Background: an optimization exercise with open tools, aiming at small area, a short achievable clock period and few clock cycles per item. Do not read the settings as production practice.
Only simulation tests tie the RTL to the original design; equivalence was not proved.

`flow/design.v`:
```
module sx48_delta_engine (
    input  wire         clk,
    input  wire         rst,
    input  wire         in_valid,
    output wire         in_ready,
    input  wire [127:0] in_old,
    input  wire [127:0] in_new,
    input  wire [4:0]   in_n,         
    input  wire [3:0]   in_k,         
    input  wire [2:0]   in_m,         
    input  wire [3:0]   in_member,    
    input  wire [23:0]  in_unit,      
    output reg          out_valid,
    input  wire         out_ready,
    output reg          out_last,
    output reg  [511:0] out_delta,    
    output reg  [27:0]  out_stripe,
    output reg  [3:0]   out_pos,
    output reg  [15:0]  out_holder,   
    output reg  [103:0] out_punit     
);
    function automatic [7:0] gf_mul(input [7:0] a, input [7:0] b);
        integer t;
        reg [7:0] r, x;
        begin
            r = 8'h00;
            x = a;
            for (t = 0; t < 8; t = t + 1) begin
                if (b[t])
                    r = r ^ x;
                x = {x[6:0], 1'b0} ^ (x[7] ? 8'h1D : 8'h00);
            end
            gf_mul = r;
        end
    endfunction
    function automatic [7:0] gf_inv(input [7:0] a);
        integer t;
        reg [7:0] r, sq;
        begin
            r  = 8'h01;
            sq = a;
            for (t = 1; t < 8; t = t + 1) begin
                sq = gf_mul(sq, sq);
                r  = gf_mul(r, sq);
            end
            gf_inv = r;
        end
    endfunction
    reg  [1:0] beat;
    wire       accept = in_valid && in_ready;
    wire       first  = (beat == 2'd0);
    assign in_ready = !out_valid || out_ready;
    always @(posedge clk) begin
        if (rst)
            beat <= 2'd0;
        else if (accept)
            beat <= beat + 2'd1;
    end
    wire [23:0] q_c   = in_unit / in_k;
    wire [3:0]  j_c   = in_unit % in_k;
    wire [6:0]  bsum  = {3'd0, in_member} + 7'd5 * {2'd0, in_n} - {3'd0, j_c};
    wire [4:0]  b_c   = bsum % in_n;
    wire [27:0] s_c   = q_c * in_n + b_c;
    wire [4:0]  y_c   = {1'b0, j_c} + 5'd4;
    reg  [7:0]  coef_c   [0:3];
    reg  [3:0]  holder_c [0:3];
    reg  [25:0] punit_c  [0:3];
    reg  [5:0]  hsum;
    integer p;
    always @(*) begin
        for (p = 0; p < 4; p = p + 1) begin
            hsum = {1'b0, b_c} + {2'd0, in_k} + p;
            if (p < in_m) begin
                coef_c[p]   = gf_mul({3'd0, y_c}, gf_inv({3'd0, y_c ^ p[4:0]}));
                holder_c[p] = hsum % in_n;
                punit_c[p]  = q_c * in_m + p;
            end else begin
                coef_c[p]   = 8'h00;
                holder_c[p] = 4'd0;
                punit_c[p]  = 26'd0;
            end
        end
    end
    reg  [7:0]  coef_r   [0:3];
    reg  [3:0]  holder_r [0:3];
    reg  [25:0] punit_r  [0:3];
    reg  [27:0] stripe_r;
    reg  [3:0]  pos_r;
    always @(posedge clk) begin
        if (accept && first) begin
            for (p = 0; p < 4; p = p + 1) begin
                coef_r[p]   <= coef_c[p];
                holder_r[p] <= holder_c[p];
                punit_r[p]  <= punit_c[p];
            end
            stripe_r <= s_c;
            pos_r    <= j_c;
        end
    end
    wire [127:0] delta = in_old ^ in_new;
    reg  [7:0]   coef_use [0:3];
    reg  [511:0] scaled;
    integer n;
    always @(*) begin
        for (p = 0; p < 4; p = p + 1) begin
            coef_use[p] = first ? coef_c[p] : coef_r[p];
            for (n = 0; n < 16; n = n + 1)
                scaled[128*p + 8*n +: 8] = gf_mul(coef_use[p], delta[8*n +: 8]);
        end
    end
    always @(posedge clk) begin
        if (rst)
            out_valid <= 1'b0;
        else if (accept)
            out_valid <= 1'b1;
        else if (out_ready)
            out_valid <= 1'b0;
    end
    always @(posedge clk) begin
        if (accept) begin
            out_last  <= (beat == 2'd3);
            out_delta <= scaled;
            for (p = 0; p < 4; p = p + 1) begin
                out_holder[4*p +: 4]  <= first ? holder_c[p] : holder_r[p];
                out_punit[26*p +: 26] <= first ? punit_c[p]  : punit_r[p];
            end
            out_stripe <= first ? s_c : stripe_r;
            out_pos    <= first ? j_c : pos_r;
        end
    end
endmodule
```
`flow/run.sh`:
```
#!/bin/bash
# synth_recipe.tcl (not shown) runs the flow's synth.tcl, then flattens the netlist and writes it again
# the make line also repeats each setting of config.mk as NAME=value (left out here)
make -C /OpenROAD-flow-scripts/flow DESIGN_CONFIG=/design/flow/config.mk WORK_HOME=/design/flow/orfs CLKGATE_MAP_FILE= SYNTH_SCRIPT=/design/flow/synth_recipe.tcl finish
```
`flow/config.mk`:
```
export PLATFORM = sky130hd
export DESIGN_NAME = sx48_delta_engine
export DESIGN_NICKNAME = sx48_delta_engine
export VERILOG_FILES = /design/flow/design.v
export SDC_FILE = /design/flow/constraint.sdc
export NUM_CORES = 8
export LEC_CHECK = 0
export CAP_MARGIN = 20
export CORE_MARGIN = 2
export CORE_UTILIZATION = 25
export PLACE_DENSITY = 0.45
export SLEW_MARGIN = 20
```
`flow/constraint.sdc`:
```
create_clock -name core_clock -period 90.0 [get_ports {clk}]
set_input_delay 18.0000 -clock core_clock [delete_from_list [all_inputs] [get_ports {clk}]]
set_output_delay 18.0000 -clock core_clock [all_outputs]
set_load 0.01 [all_outputs]
```
==> impl_results.md <==
* Outcome: finished clean
* Via count at 169,099
* Synth area leader: xnor2_1
* Die Ht at 817.8 µm
* TNS Setup at 0 ns
* Top post-synthesis cells by count: nor2_1, xnor2_1, nand2_1, a21oi_1, clkbuf_1
* Tcrit/Tclk final at 95.19%
* Final setup violation count at 0
* Post-Syn Area at 165,600 µm²
* Io pins at 967
* Die area at 668,900 µm²
* Ranking of synthesized cells by area: xnor2_1, edfxtp_1, nor2_1
* Post-Synth Simple-Gate Area at 20.42%
* Syn_nets at 21,871
* Yosys reg bits at 852
* Hold Vio Cnt, Final at 0
* Final wirelength at 996.9 mm
* Cell mode on critical path: ha_1
* H-tree levels at 4
* Worst skew pair latency at approximately 1.0 ns
* Avg Cell Area, Syn at 7.849 µm²
* Synth cell types at 204
* Count leader, synth: nor2_1
* Total grt overflow at 0
* Post-synth EDFFs at 849
* First-pass GRT wire length at 1340 mm
* Post-Syn Instances at between 20,000 and 25,000
* Vias per Instance at 5.550
* Worst Tran Pin Value at 1.383 ns
* Slowest stage delay, CP at approximately 0.95 ns
* Ys async rst share at 0%
* Final Wtd Congestion at 1.006
* Synth Area in Adders at 4.099%
* CP max stage cell: and2_1
* Cts bufs inserted at 134
* Final antenna-violating net count at 0
* Clk sink count at 852
* Largest family of logic cells by synthesized area: XOR/XNOR gates
* Residual DRC at 0
* Placed inst area at roughly 190,000 µm²
* Synthesis Warnings at 8
* Worst Path Arrival at 86.24 ns
* Layout area overhead at 16.27%
* R2R cell count at 13
* Port buffer count at approximately 970
* Layout cells sized above 1 at 11.30%
* Vias in the first global route at 153,799
* Cell chosen for the clock root: clkbuf_16
* DP Wirelength at about 710 mm
* Final #Nets at 22,190
* TritonCTS clock tree: yes
* Hold path depth at 2
* Post-route minimum period at roughly 86 ns
* Worst-path maximum fanout at between 50 and 60
* Max-cap violations at 0
* Crit Path Class: input pin to register
* CP Launch Type: input pin
* Worst Setup End Kind: register
* All-Layer GR Usage at 28.27%
* Core Area at between 600,000 and 700,000 µm²
* Initial antenna violation count at 181
* First-pass detailed-route iteration total at 10
* Worst-path clk slew at about 0.060 ns
* Mux share of post-synthesis cell area at 2.817%
* Initial Util at 25.12%
* # hold bufs at CTS at 0
* Clk_skew at roughly 0.14 ns
* Largest net degree at the start of global routing at 140
* WL/cell at 32.72 µm
* Reg area at approximately 26,000 µm²
* Slew margin rel. at ~7.2%
* FMAX at ~12 MHz
* DRT iter0 DRCs at 24,709
* Fill cell count at approximately 70,000
* Area occupied by multi-input gates at 133,700 µm²
* Compound-gate portion of the synthesized area at between 10% and 20%
* Die X-Extent at 817.8 µm
* Hold/Removal Path Class: register to register
* Ys flop type: edfxtp_1
* Sequential share of the synthesized area at 15.43%
* Xor/xnor cell area share of the yosys netlist at 35.15%
* Final Max Slew Viols at 0
* CTS Buffer Depth at 4
* Yosys top cell area share at 20.90%
* WP data required at 90.57 ns
* Rows at between 200 and 300
* Post-route cell area at about 190,000 µm²
==> per-layer routing <==
metal | part of all wire (%) | track usage [%] | up-vias
met4 | 7.4 | 17.02 | 50
met2 | 39 | 38.79 | 11514
met1 | 41 | 37.60 | 82342
met3 | 13 | 10.03 | 2463
li1 | - | - | 72730
met5 | 0.057 | 0.09259 | -
==> logic make-up (layout without fill, tap and decap cells) <==
| group | after synthesis | count (layout) |
|---|---|---|
| buffers and inverters | 1961 | 2382 |
| multiplexers | 432 | 432 |
| adder cells (fa/ha/maj) | 478 | 478 |
| other | 0 | 253 |
| AND/OR/NAND/NOR | 7817 | 7817 |
| XOR/XNOR | 5534 | 5534 |
| flip-flops | 852 | 852 |
| AO/OA/AOI/OAI | 4021 | 4021 |
==> per-stage QoR <==
| stage | cells | util [%] | hold WS [ns] | worst slack, ns |
|---|---|---|---|---|
| floorplan | 21095 | - | 0.5219 | 1.098 |
| global placement | 29958 | 28.34 | 0.5197 | -0.3681 |
| detailed placement | 29959 | 28.35 | 0.5212 | -0.003915 |
| CTS | 30197 | 29.02 | 0.5309 | 0.7390 |
| global route | 30393 | 29.18 | 0.5447 | -0.06354 |
| finish | 30469 | 29.21 | 0.5301 | 4.329 |
==> worst max-delay path, delay by kind of cell <==
kind	cells	cell delay, ns
xor gates and xnor gates	28	13.15
and+or+nand+nor	92	19.98
adders and majority gates	27	8.77
AOI/OAI and AO/OA	98	18.16
buffers and inverters	19	5.22
muxes	9	2.78
==> final cells by class <==
type | instances | area share, %
Inverter | 347 | 0.6869
Antenna cell | 253 | 0.3288
Tap cell | 8700 | 5.654
Multi-Input combinational cell | 18282 | 69.45
Sequential cell | 852 | 13.27
Clock inverter | 79 | 0.4595
Timing Repair Buffer | 1797 | 8.310
Clock buffer | 159 | 1.835
==> path summary, 6_finish.rpt <==
kind	endpoint	from	slack, ns
worst min register to register	out_valid	out_valid	0.53
worst max register to register	out_delta[189]	beat[0]	83.08
worst min-delay path	out_valid	out_valid	0.53
worst max-delay path	out_delta[283]	in_unit[23]	4.33
==> state kept, by name (all words and copies together), names as in the netlist <==
register / count
out_holder: 16
holder_r: 16
pos_r: 4
beat: 2
coef_r: 32
out_pos: 4
out_last: 1
punit_r: 104
out_valid: 1
stripe_r: 28
out_stripe: 28
out_delta: 512
out_punit: 104
==> placed cells by master (no fill, tap or decap), drive strengths merged, types with 92 or more instances in the layout <==
cell type      synthesis  routed
a211oi               196     196
a21o                 102     102
a21oi               1347    1347
a31oi                124     124
and2                 136     136
and3                 135     135
buf                  360     834
clkbuf              1248     160
clkdlybuf4s50          2     959
diode                  0     253
edfxtp               849     849
fa                   108     108
ha                   368     368
inv                  337     341
mux2                 224     224
mux2i                207     207
nand2               1458    1458
nand3                314     314
nor2                4768    4768
nor3                 350     350
nor4                  92      92
o211ai               171     171
o21a                 126     126
o21ai                676     676
o22ai                354     354
or3                  101     101
xnor2               4063    4063
xnor3                539     539
xor2                 876     876
==> timing repair <==
item	4_1_cts	5_1_grt
setup buffers	0	15
endpoints found under the hold margin	0	0
gates resized for setup	0	78
setup endpoints to repair	0	563
Testbench counts, summed over its fixed seeds: cycles 9,608, lines 2,400.

afterwards: timing with drivers on the ports:
The flow's constraints put no driver on any port. The routed layout listed below was extracted and timed again, unchanged, in two steps. Step 1: set_driving_cell puts a clkbuf_16 on clk and a buf_2 on each other input, an assumption about the parent block. Step 2 times the ports against the registers' clock, not the clock port: input delays grow and output delays shrink by t, the midpoint of the rising clock arrivals with the driver on. Slacks: ideal ports / drivers / drivers and shift; pairs: ideal ports / drivers.
t, ns: 1.083
setup WS [ns]: 4.329 / 4.445 / 3.362
worst hold slack (ns): 0.530 / 0.530 / 0.530
worst setup path at the end: input to register
After both steps this run still meets setup and hold. For this run, drivers alone change the setup slack by +0.116 ns; drivers and shift together by -0.967 ns.
